Context: an optimization exercise on an open-source flow, tuned for small area, a short achievable clock period and few clock cycles per item. The choices shown serve that exercise and are no tape-out recipe. Function was checked by simulation only, so behaviour that the tests miss may differ from the original. Power and IR drop assume default switching activity.

--- flow/config.mk ---
export PLATFORM = sky130hd
export DESIGN_NAME = stripe_pq
export DESIGN_NICKNAME = stripe_pq
export VERILOG_FILES = /design/flow/design.v
export SDC_FILE = /design/flow/constraint.sdc
export NUM_CORES = 4
export LEC_CHECK = 0
export CAP_MARGIN = 20
export CORE_MARGIN = 2
export CORE_UTILIZATION = 25
export PLACE_DENSITY = 0.35
export SLEW_MARGIN = 20
--- flow/run.sh ---
#!/bin/bash
# synth_recipe.tcl (not shown) runs the flow's synth.tcl, then flattens the netlist and writes it again
# the make line also repeats each setting of config.mk as NAME=value (left out here)
make -C /OpenROAD-flow-scripts/flow DESIGN_CONFIG=/design/flow/config.mk WORK_HOME=/design/flow/orfs CLKGATE_MAP_FILE= SYNTH_SCRIPT=/design/flow/synth_recipe.tcl finish
--- flow/constraint.sdc ---
create_clock -name core_clock -period 10.0 [get_ports {clk}]
set_input_delay 2.0000 -clock core_clock [delete_from_list [all_inputs] [get_ports {clk}]]
set_output_delay 2.0000 -clock core_clock [all_outputs]
set_load 0.01 [all_outputs]
--- flow/design.v ---
module stripe_pq (
  input  wire        clk,
  input  wire        rst,
  input  wire        in_valid,
  output wire        in_ready,
  input  wire [63:0] in_data,
  input  wire [5:0]  cfg_n,        
  input  wire [4:0]  cfg_ppos,     
  input  wire [1:0]  cfg_nlost,    
  input  wire [4:0]  cfg_lost0,
  input  wire [4:0]  cfg_lost1,
  output wire        out_valid,
  input  wire        out_ready,
  output wire [63:0] out_a,
  output wire [63:0] out_b
);
  function automatic [7:0] gf_mul(input [7:0] a, input [7:0] b);
    integer i;
    reg [7:0] p, aa;
    begin
      p  = 8'h00;
      aa = a;
      for (i = 0; i < 8; i = i + 1) begin
        if (b[i]) p = p ^ aa;
        aa = {aa[6:0], 1'b0} ^ (aa[7] ? 8'h1D : 8'h00);
      end
      gf_mul = p;
    end
  endfunction
  function automatic [7:0] gf_inv(input [7:0] a);
    begin
      case (a)
      8'h00: gf_inv = 8'h00;
      8'h01: gf_inv = 8'h01;
      8'h02: gf_inv = 8'h8e;
      8'h03: gf_inv = 8'hf4;
      8'h04: gf_inv = 8'h47;
      8'h05: gf_inv = 8'ha7;
      8'h06: gf_inv = 8'h7a;
      8'h07: gf_inv = 8'hba;
      8'h08: gf_inv = 8'had;
      8'h09: gf_inv = 8'h9d;
      8'h0a: gf_inv = 8'hdd;
      8'h0b: gf_inv = 8'h98;
      8'h0c: gf_inv = 8'h3d;
      8'h0d: gf_inv = 8'haa;
      8'h0e: gf_inv = 8'h5d;
      8'h0f: gf_inv = 8'h96;
      8'h10: gf_inv = 8'hd8;
      8'h11: gf_inv = 8'h72;
      8'h12: gf_inv = 8'hc0;
      8'h13: gf_inv = 8'h58;
      8'h14: gf_inv = 8'he0;
      8'h15: gf_inv = 8'h3e;
      8'h16: gf_inv = 8'h4c;
      8'h17: gf_inv = 8'h66;
      8'h18: gf_inv = 8'h90;
      8'h19: gf_inv = 8'hde;
      8'h1a: gf_inv = 8'h55;
      8'h1b: gf_inv = 8'h80;
      8'h1c: gf_inv = 8'ha0;
      8'h1d: gf_inv = 8'h83;
      8'h1e: gf_inv = 8'h4b;
      8'h1f: gf_inv = 8'h2a;
      8'h20: gf_inv = 8'h6c;
      8'h21: gf_inv = 8'hed;
      8'h22: gf_inv = 8'h39;
      8'h23: gf_inv = 8'h51;
      8'h24: gf_inv = 8'h60;
      8'h25: gf_inv = 8'h56;
      8'h26: gf_inv = 8'h2c;
      8'h27: gf_inv = 8'h8a;
      8'h28: gf_inv = 8'h70;
      8'h29: gf_inv = 8'hd0;
      8'h2a: gf_inv = 8'h1f;
      8'h2b: gf_inv = 8'h4a;
      8'h2c: gf_inv = 8'h26;
      8'h2d: gf_inv = 8'h8b;
      8'h2e: gf_inv = 8'h33;
      8'h2f: gf_inv = 8'h6e;
      8'h30: gf_inv = 8'h48;
      8'h31: gf_inv = 8'h89;
      8'h32: gf_inv = 8'h6f;
      8'h33: gf_inv = 8'h2e;
      8'h34: gf_inv = 8'ha4;
      8'h35: gf_inv = 8'hc3;
      8'h36: gf_inv = 8'h40;
      8'h37: gf_inv = 8'h5e;
      8'h38: gf_inv = 8'h50;
      8'h39: gf_inv = 8'h22;
      8'h3a: gf_inv = 8'hcf;
      8'h3b: gf_inv = 8'ha9;
      8'h3c: gf_inv = 8'hab;
      8'h3d: gf_inv = 8'h0c;
      8'h3e: gf_inv = 8'h15;
      8'h3f: gf_inv = 8'he1;
      8'h40: gf_inv = 8'h36;
      8'h41: gf_inv = 8'h5f;
      8'h42: gf_inv = 8'hf8;
      8'h43: gf_inv = 8'hd5;
      8'h44: gf_inv = 8'h92;
      8'h45: gf_inv = 8'h4e;
      8'h46: gf_inv = 8'ha6;
      8'h47: gf_inv = 8'h04;
      8'h48: gf_inv = 8'h30;
      8'h49: gf_inv = 8'h88;
      8'h4a: gf_inv = 8'h2b;
      8'h4b: gf_inv = 8'h1e;
      8'h4c: gf_inv = 8'h16;
      8'h4d: gf_inv = 8'h67;
      8'h4e: gf_inv = 8'h45;
      8'h4f: gf_inv = 8'h93;
      8'h50: gf_inv = 8'h38;
      8'h51: gf_inv = 8'h23;
      8'h52: gf_inv = 8'h68;
      8'h53: gf_inv = 8'h8c;
      8'h54: gf_inv = 8'h81;
      8'h55: gf_inv = 8'h1a;
      8'h56: gf_inv = 8'h25;
      8'h57: gf_inv = 8'h61;
      8'h58: gf_inv = 8'h13;
      8'h59: gf_inv = 8'hc1;
      8'h5a: gf_inv = 8'hcb;
      8'h5b: gf_inv = 8'h63;
      8'h5c: gf_inv = 8'h97;
      8'h5d: gf_inv = 8'h0e;
      8'h5e: gf_inv = 8'h37;
      8'h5f: gf_inv = 8'h41;
      8'h60: gf_inv = 8'h24;
      8'h61: gf_inv = 8'h57;
      8'h62: gf_inv = 8'hca;
      8'h63: gf_inv = 8'h5b;
      8'h64: gf_inv = 8'hb9;
      8'h65: gf_inv = 8'hc4;
      8'h66: gf_inv = 8'h17;
      8'h67: gf_inv = 8'h4d;
      8'h68: gf_inv = 8'h52;
      8'h69: gf_inv = 8'h8d;
      8'h6a: gf_inv = 8'hef;
      8'h6b: gf_inv = 8'hb3;
      8'h6c: gf_inv = 8'h20;
      8'h6d: gf_inv = 8'hec;
      8'h6e: gf_inv = 8'h2f;
      8'h6f: gf_inv = 8'h32;
      8'h70: gf_inv = 8'h28;
      8'h71: gf_inv = 8'hd1;
      8'h72: gf_inv = 8'h11;
      8'h73: gf_inv = 8'hd9;
      8'h74: gf_inv = 8'he9;
      8'h75: gf_inv = 8'hfb;
      8'h76: gf_inv = 8'hda;
      8'h77: gf_inv = 8'h79;
      8'h78: gf_inv = 8'hdb;
      8'h79: gf_inv = 8'h77;
      8'h7a: gf_inv = 8'h06;
      8'h7b: gf_inv = 8'hbb;
      8'h7c: gf_inv = 8'h84;
      8'h7d: gf_inv = 8'hcd;
      8'h7e: gf_inv = 8'hfe;
      8'h7f: gf_inv = 8'hfc;
      8'h80: gf_inv = 8'h1b;
      8'h81: gf_inv = 8'h54;
      8'h82: gf_inv = 8'ha1;
      8'h83: gf_inv = 8'h1d;
      8'h84: gf_inv = 8'h7c;
      8'h85: gf_inv = 8'hcc;
      8'h86: gf_inv = 8'he4;
      8'h87: gf_inv = 8'hb0;
      8'h88: gf_inv = 8'h49;
      8'h89: gf_inv = 8'h31;
      8'h8a: gf_inv = 8'h27;
      8'h8b: gf_inv = 8'h2d;
      8'h8c: gf_inv = 8'h53;
      8'h8d: gf_inv = 8'h69;
      8'h8e: gf_inv = 8'h02;
      8'h8f: gf_inv = 8'hf5;
      8'h90: gf_inv = 8'h18;
      8'h91: gf_inv = 8'hdf;
      8'h92: gf_inv = 8'h44;
      8'h93: gf_inv = 8'h4f;
      8'h94: gf_inv = 8'h9b;
      8'h95: gf_inv = 8'hbc;
      8'h96: gf_inv = 8'h0f;
      8'h97: gf_inv = 8'h5c;
      8'h98: gf_inv = 8'h0b;
      8'h99: gf_inv = 8'hdc;
      8'h9a: gf_inv = 8'hbd;
      8'h9b: gf_inv = 8'h94;
      8'h9c: gf_inv = 8'hac;
      8'h9d: gf_inv = 8'h09;
      8'h9e: gf_inv = 8'hc7;
      8'h9f: gf_inv = 8'ha2;
      8'ha0: gf_inv = 8'h1c;
      8'ha1: gf_inv = 8'h82;
      8'ha2: gf_inv = 8'h9f;
      8'ha3: gf_inv = 8'hc6;
      8'ha4: gf_inv = 8'h34;
      8'ha5: gf_inv = 8'hc2;
      8'ha6: gf_inv = 8'h46;
      8'ha7: gf_inv = 8'h05;
      8'ha8: gf_inv = 8'hce;
      8'ha9: gf_inv = 8'h3b;
      8'haa: gf_inv = 8'h0d;
      8'hab: gf_inv = 8'h3c;
      8'hac: gf_inv = 8'h9c;
      8'had: gf_inv = 8'h08;
      8'hae: gf_inv = 8'hbe;
      8'haf: gf_inv = 8'hb7;
      8'hb0: gf_inv = 8'h87;
      8'hb1: gf_inv = 8'he5;
      8'hb2: gf_inv = 8'hee;
      8'hb3: gf_inv = 8'h6b;
      8'hb4: gf_inv = 8'heb;
      8'hb5: gf_inv = 8'hf2;
      8'hb6: gf_inv = 8'hbf;
      8'hb7: gf_inv = 8'haf;
      8'hb8: gf_inv = 8'hc5;
      8'hb9: gf_inv = 8'h64;
      8'hba: gf_inv = 8'h07;
      8'hbb: gf_inv = 8'h7b;
      8'hbc: gf_inv = 8'h95;
      8'hbd: gf_inv = 8'h9a;
      8'hbe: gf_inv = 8'hae;
      8'hbf: gf_inv = 8'hb6;
      8'hc0: gf_inv = 8'h12;
      8'hc1: gf_inv = 8'h59;
      8'hc2: gf_inv = 8'ha5;
      8'hc3: gf_inv = 8'h35;
      8'hc4: gf_inv = 8'h65;
      8'hc5: gf_inv = 8'hb8;
      8'hc6: gf_inv = 8'ha3;
      8'hc7: gf_inv = 8'h9e;
      8'hc8: gf_inv = 8'hd2;
      8'hc9: gf_inv = 8'hf7;
      8'hca: gf_inv = 8'h62;
      8'hcb: gf_inv = 8'h5a;
      8'hcc: gf_inv = 8'h85;
      8'hcd: gf_inv = 8'h7d;
      8'hce: gf_inv = 8'ha8;
      8'hcf: gf_inv = 8'h3a;
      8'hd0: gf_inv = 8'h29;
      8'hd1: gf_inv = 8'h71;
      8'hd2: gf_inv = 8'hc8;
      8'hd3: gf_inv = 8'hf6;
      8'hd4: gf_inv = 8'hf9;
      8'hd5: gf_inv = 8'h43;
      8'hd6: gf_inv = 8'hd7;
      8'hd7: gf_inv = 8'hd6;
      8'hd8: gf_inv = 8'h10;
      8'hd9: gf_inv = 8'h73;
      8'hda: gf_inv = 8'h76;
      8'hdb: gf_inv = 8'h78;
      8'hdc: gf_inv = 8'h99;
      8'hdd: gf_inv = 8'h0a;
      8'hde: gf_inv = 8'h19;
      8'hdf: gf_inv = 8'h91;
      8'he0: gf_inv = 8'h14;
      8'he1: gf_inv = 8'h3f;
      8'he2: gf_inv = 8'he6;
      8'he3: gf_inv = 8'hf0;
      8'he4: gf_inv = 8'h86;
      8'he5: gf_inv = 8'hb1;
      8'he6: gf_inv = 8'he2;
      8'he7: gf_inv = 8'hf1;
      8'he8: gf_inv = 8'hfa;
      8'he9: gf_inv = 8'h74;
      8'hea: gf_inv = 8'hf3;
      8'heb: gf_inv = 8'hb4;
      8'hec: gf_inv = 8'h6d;
      8'hed: gf_inv = 8'h21;
      8'hee: gf_inv = 8'hb2;
      8'hef: gf_inv = 8'h6a;
      8'hf0: gf_inv = 8'he3;
      8'hf1: gf_inv = 8'he7;
      8'hf2: gf_inv = 8'hb5;
      8'hf3: gf_inv = 8'hea;
      8'hf4: gf_inv = 8'h03;
      8'hf5: gf_inv = 8'h8f;
      8'hf6: gf_inv = 8'hd3;
      8'hf7: gf_inv = 8'hc9;
      8'hf8: gf_inv = 8'h42;
      8'hf9: gf_inv = 8'hd4;
      8'hfa: gf_inv = 8'he8;
      8'hfb: gf_inv = 8'h75;
      8'hfc: gf_inv = 8'h7f;
      8'hfd: gf_inv = 8'hff;
      8'hfe: gf_inv = 8'h7e;
      8'hff: gf_inv = 8'hfd;
      endcase
    end
  endfunction
  function automatic [63:0] gf_mul8(input [63:0] w, input [7:0] c);
    integer i;
    begin
      for (i = 0; i < 8; i = i + 1)
        gf_mul8[8*i +: 8] = gf_mul(w[8*i +: 8], c);
    end
  endfunction
  localparam [1:0] S_RX    = 2'd0,
                   S_SOLVE = 2'd1,
                   S_OUT   = 2'd2;
  reg  [1:0]  state;
  reg  [4:0]  pos;           
  reg  [5:0]  n_r;
  reg  [4:0]  ppos_r;
  reg  [1:0]  nlost_r;
  reg  [4:0]  lost0_r, lost1_r;
  reg  [7:0]  pw;            
  reg  [63:0] sp;            
  reg  [63:0] sq;            
  reg         ka, kb;        
  reg  [7:0]  ca, cb;        
  reg  [63:0] res_a, res_b;
  assign in_ready  = (state == S_RX);
  assign out_valid = (state == S_OUT);
  assign out_a     = res_a;
  assign out_b     = res_b;
  reg  [5:0] n_c;
  reg  [4:0] ppos_c, qpos_c, lost0_c, lost1_c;
  reg  [1:0] nlost_c;
  reg        is_p, is_q, is_d, is_lost0, is_lost1, is_last;
  always @* begin
    if (pos == 5'd0) begin
      n_c = cfg_n; ppos_c = cfg_ppos; nlost_c = cfg_nlost;
      lost0_c = cfg_lost0; lost1_c = cfg_lost1;
    end else begin
      n_c = n_r; ppos_c = ppos_r; nlost_c = nlost_r;
      lost0_c = lost0_r; lost1_c = lost1_r;
    end
    qpos_c   = ({1'b0, ppos_c} + 6'd1 == n_c) ? 5'd0 : ppos_c + 5'd1;
    is_p     = (pos == ppos_c);
    is_q     = (pos == qpos_c);
    is_d     = !is_p && !is_q;
    is_lost0 = (nlost_c != 2'd0) && (pos == lost0_c);
    is_lost1 = (nlost_c == 2'd2) && (pos == lost1_c);
    is_last  = ({1'b0, pos} + 6'd1 == n_c);
  end
  reg [7:0]  det, det_inv;
  reg [63:0] sol_a, sol_b;
  always @* begin
    det     = (ka ? cb : 8'h00) ^ (kb ? ca : 8'h00);
    det_inv = gf_inv(det);
    sol_a   = gf_mul8(gf_mul8(sp, cb) ^ (kb ? sq : 64'd0), det_inv);
    sol_b   = gf_mul8((ka ? sq : 64'd0) ^ gf_mul8(sp, ca), det_inv);
  end
  always @(posedge clk) begin
    if (rst) begin
      state <= S_RX;
      pos   <= 5'd0;
      res_a <= 64'd0;
      res_b <= 64'd0;
    end else begin
      case (state)
        S_RX: begin
          if (in_valid) begin
            if (pos == 5'd0) begin
              n_r     <= cfg_n;
              ppos_r  <= cfg_ppos;
              nlost_r <= cfg_nlost;
              lost0_r <= cfg_lost0;
              lost1_r <= cfg_lost1;
            end
            if (is_lost0 || is_lost1) begin
              if (pos == 5'd0) begin
                sp <= 64'd0;
                sq <= 64'd0;
              end
            end else begin
              sp <= (pos == 5'd0 ? 64'd0 : sp) ^ (is_q ? 64'd0 : in_data);
              sq <= (pos == 5'd0 ? 64'd0 : sq) ^
                    (is_p ? 64'd0 : (is_q ? in_data : gf_mul8(in_data, pos == 5'd0 ? 8'h01 : pw)));
            end
            if (is_d)
              pw <= gf_mul(pos == 5'd0 ? 8'h01 : pw, 8'h02);
            else if (pos == 5'd0)
              pw <= 8'h01;
            if (is_lost0) begin
              ka <= !is_q;
              ca <= is_d ? (pos == 5'd0 ? 8'h01 : pw) : (is_q ? 8'h01 : 8'h00);
            end
            if (is_lost1) begin
              kb <= !is_q;
              cb <= is_d ? (pos == 5'd0 ? 8'h01 : pw) : (is_q ? 8'h01 : 8'h00);
            end
            if (is_last) begin
              pos   <= 5'd0;
              state <= S_SOLVE;
            end else begin
              pos <= pos + 5'd1;
            end
          end
        end
        S_SOLVE: begin
          case (nlost_r)
            2'd0: begin                        
              res_a <= sp;
              res_b <= sq;
            end
            2'd1: begin                        
              res_a <= ka ? sp : sq;
              res_b <= 64'd0;
            end
            default: begin
              res_a <= sol_a;
              res_b <= sol_b;
            end
          endcase
          state <= S_OUT;
        end
        S_OUT: begin
          if (out_ready)
            state <= S_RX;
        end
        default: state <= S_RX;
      endcase
    end
  end
endmodule
==> flow_metrics.py <==
metrics = {
    "placement": {
        "dp_hpwl_um": 277000,
        "port_buffers": 220,
        "routabilityCongestion": 0.907,
    },
    "critical_path": {
        "cp.arrival_ns": 7.87,
        "start_kind": "flop",
        "crit_fanout": 44,
        "required_ns": 10.54,
        "cp-startpoint": "kb$_DFFE_PP_",
        "crit_slowest_cell": "nor2_1",
        "worstReg2RegStart": "kb$_DFFE_PP_",
        "setup.worst_path.end_class": "flop",
        "path_cells": "nand2_1 -> xor2_1 -> buf_4 -> ha_1 -> clkinv_1 -> xnor3_1 -> nand2_1 -> a31oi_1 -> a31oi_1 -> a32o_1 -> nand2_4 -> nor2_1 -> o2bb2ai_1 -> xnor3_1 -> a221oi_1 -> nor3_1",
        "crit_type": "reg -> reg",
        "critPathMaxStageDelay_ns": 1.04,
    },
    "synthesis": {
        "synthCells": 9606,
        "yosys-top-cells-area": "xnor2_1 (24%), nand2_1 (12%), xor2_1 (8.8%), edfxtp_1 (7.8%), xnor3_1 (5.0%)",
        "ys_types": 100,
        "synth_edf_count": 177,
        "synth.top_cell.area_share": 0.238,
        "synth-seq-area-share": 0.117,
        "synth.avg_cell_area_um2": 7.13,
        "yosys.area.top_type": "xnor2_1",
        "synthArstFlopShare": 0,
        "ys.flop_type": "edfxtp_1",
        "syn_area_um2": 68500,
        "yosys_register_bits": 312,
        "syn-num-nets": 9713,
        "synth_warnings": 1,
    },
    "die": {
        "core_area_um2": 273000,
        "start_util": 0.251,
        "die_y_um": 527,
        "dieWidth_um": 527,
        "die-area_um2": 278000,
        "io_pins": 221,
        "rows": 192,
    },
    "detailed_routing": {
        "vias": 68800,
        "drt-initial-drc-count": 6722,
        "dr.pass1.iters": 6,
        "routedWlPerCell_um": 30.1,
        "wl_um": 391000,
        "drc_errors": 0,
        "routed_via_density": 5.31,
        "ant_nets": 0,
    },
    "power": {
        "vdd_drop_max_mv": 0.205,
        "power.density_nw_per_um2": 427,
        "p_total_mw": 32.4,
        "leakage_nw": 27.8,
    },
    "clock_tree": {
        "cts_tree": "built",
        "cts.sinks": 312,
        "cts_setup_buffers": 0,
        "ctsResizeCount": 0,
        "path_clk_slew_ns": 0.06,
        "htreeDepth": 2,
        "cts_root_buffer": "clkbuf_16",
        "clk-insertion-delay-late_ns": 0.70,
        "cts_buffer_depth": 3,
        "numCtsBuffers": 48,
        "postCtsHoldBufs": 0,
    },
    "timing": {
        "finalHoldViolCount": 0,
        "slew_headroom": 0.193,
        "rsz0062_at_grt": "no",
        "max_freq_ghz": 0.137,
        "setup_violations": 0,
        "fin_crit_ns": 7.32,
        "fin_crit_sh": 0.732,
        "maxSlewViolCount": 0,
        "fin_tns_setup_ns": 0,
        "fin_skew_ns": 0.0614,
        "worstMarginPinSlew_ns": 1.21,
    },
    "global_routing": {
        "grt_pass1_wl_um": 541000,
        "antenna_found_initial": 43,
        "grt_max_degree": 131,
        "grt_usage": 0.271,
        "overflow": 0,
        "grt_pass1_vias": 66100,
    },
    "min_path": {
        "hold_class": "reg -> reg",
        "min_from": "res_a[24]$_SDFFE_PP0N_",
    },
    "outcome": {
        "run_status": "timing/DRC/antenna clean",
    },
    "cells_and_area": {
        "fillers": 29900,
        "nets": 9425,
        "layout-drive-gt1-share": 0.0693,
        "areaGrowthSynthToFinish_pct": 10.7,
    },
    "flow_run": {
        "max_cap_violations": 0,
    },
}
## cell usage in the layout, fill, tap and decap left out, drive strengths merged, types with 45 or more instances in the layout
cell type      netlist  layout
nand2             2140    2140
xnor2             1927    1927
nor2               914     914
xor2               719     719
a21oi              444     444
o21ai              395     395
buf                529     343
clkdlybuf4s50        0     219
edfxtp             177     177
nor3               162     162
xnor3              162     162
mux2i              153     153
o22ai              144     144
a22oi              140     140
dfxtp              135     135
nand3              122     122
a211oi             111     111
a221oi              66      66
clkbuf             372      60
o211ai              57      57
inv                 53      57
a32oi               48      48
nand2b              48      48
a31oi               45      45
## area by class of cell
| cell class | count | area (um2) | share of cell area |
|---|---|---|---|
| Antenna cell | 12 | 30.0 | 0.000396 |
| Multi-Input combinational cell | 8330 | 56400 | 0.744 |
| Clock inverter | 30 | 353 | 0.00465 |
| Sequential cell | 312 | 8020 | 0.106 |
| Timing Repair Buffer | 563 | 4970 | 0.0656 |
| Inverter | 63 | 236 | 0.00312 |
| Clock buffer | 59 | 1270 | 0.0168 |
| Tap cell | 3589 | 4490 | 0.0592 |
## flip-flops by register name, summed over array words and instances, names as in the netlist, 6 cells and up
name / flops
ca: 8
cb: 8
n_r: 6
pw: 8
res_a: 64
res_b: 64
sp: 64
sq: 64
## synthesized netlist by cell type, drive strengths merged, types with 153 or more instances
library cell	count
nor2	914
a21oi	444
o21ai	395
xnor3	162
clkbuf	372
nor3	162
buf	529
xnor2	1927
xor2	719
nand2	2140
edfxtp	177
mux2i	153
## power by group
part | internal [mW] | total, mW | switching (mW)
Sequential | 1.54 | 1.81 | 0.277
Combinational | 12.6 | 28.7 | 16.1
Clock | 1.07 | 1.88 | 0.809
Total | 15.2 | 32.4 | 17.2
## path summary, 6_finish.rpt
kind	endpoint	slack, ns	cells past startpoint
setup / recovery	res_b[35]$_SDFFE_PP0N_	2.68	16
hold / removal	res_a[24]$_SDFFE_PP0N_	0.46	2
setup reg to reg	res_b[35]$_SDFFE_PP0N_	2.68	16
hold reg to reg	res_a[24]$_SDFFE_PP0N_	0.46	2
## through the flow
step	hold WS [ns]	setup slack, ns	utilization	cell area [um2]	instances
after floorplan	0.472	0.330	-	68500	9606
after global placement	0.449	2.79	0.272	74100	12900
after detailed placement	0.449	2.78	0.272	74100	12900
after CTS	0.457	2.76	0.278	75800	12900
after global routing	0.473	2.42	0.278	75800	12900
final	0.457	2.68	0.278	75800	13000
## metal layers
| layer | share of wire | global-route usage | vias up |
|---|---|---|---|
| met5 | 0.00032 | 0 | - |
| met2 | 0.46 | 0.444 | 2645 |
| met1 | 0.42 | 0.348 | 34200 |
| met3 | 0.059 | 0.0313 | 542 |
| li1 | - | - | 31400 |
| met4 | 0.058 | 0.136 | 20 |
## logic make-up after synthesis
family / share of synthesized area
buffers and inverters: 0.0647
AO/OA/AOI/OAI: 0.161
adder cells (fa/ha/maj): 0.00292
flip-flops: 0.117
multiplexers: 0.0273
XOR/XNOR: 0.415
AND/OR/NAND/NOR: 0.212
## critical path, delay by kind of cell, from the launching register on
kind / cells / cell delay (ns)
flip-flops: 1 / 0.85
XOR/XNOR: 3 / 1.20
AND/OR/NAND/NOR: 5 / 1.98
adder cells (fa/ha/maj): 1 / 0.76
AO/OA/AOI/OAI: 5 / 1.47
buffers and inverters: 2 / 0.85
Testbench counts, summed over its fixed seeds: cycles 27,173, items 1,200.

what the ideal ports hide:
The results above use ideal ports. As a check the final layout listed here was re-extracted and re-timed, cells and wires unchanged.
Step 1 assumes that a clkbuf_16 drives the clock port and a buf_2 every other input.
Step 2, shift: input delay + t, output delay - t, t = (earliest + latest rising clock arrival at the registers) / 2. This alone moves slack from input paths to output paths.
Slacks: no drivers / after step 1 / after step 2; pairs: no drivers / after step 1.
t, ns: 0.740
slack for setup (ns): 2.678 / 2.678 / 2.678
clock arrival spread, ns: 0.062 / 0.062
worst register clock-pin slew, ns: 0.07 / 0.07
cell pins on the clock port's net: 1
After both steps setup and hold are still met in this run. The setup slack of this run moves by 0.000 ns with the drivers and by 0.000 ns with both steps.
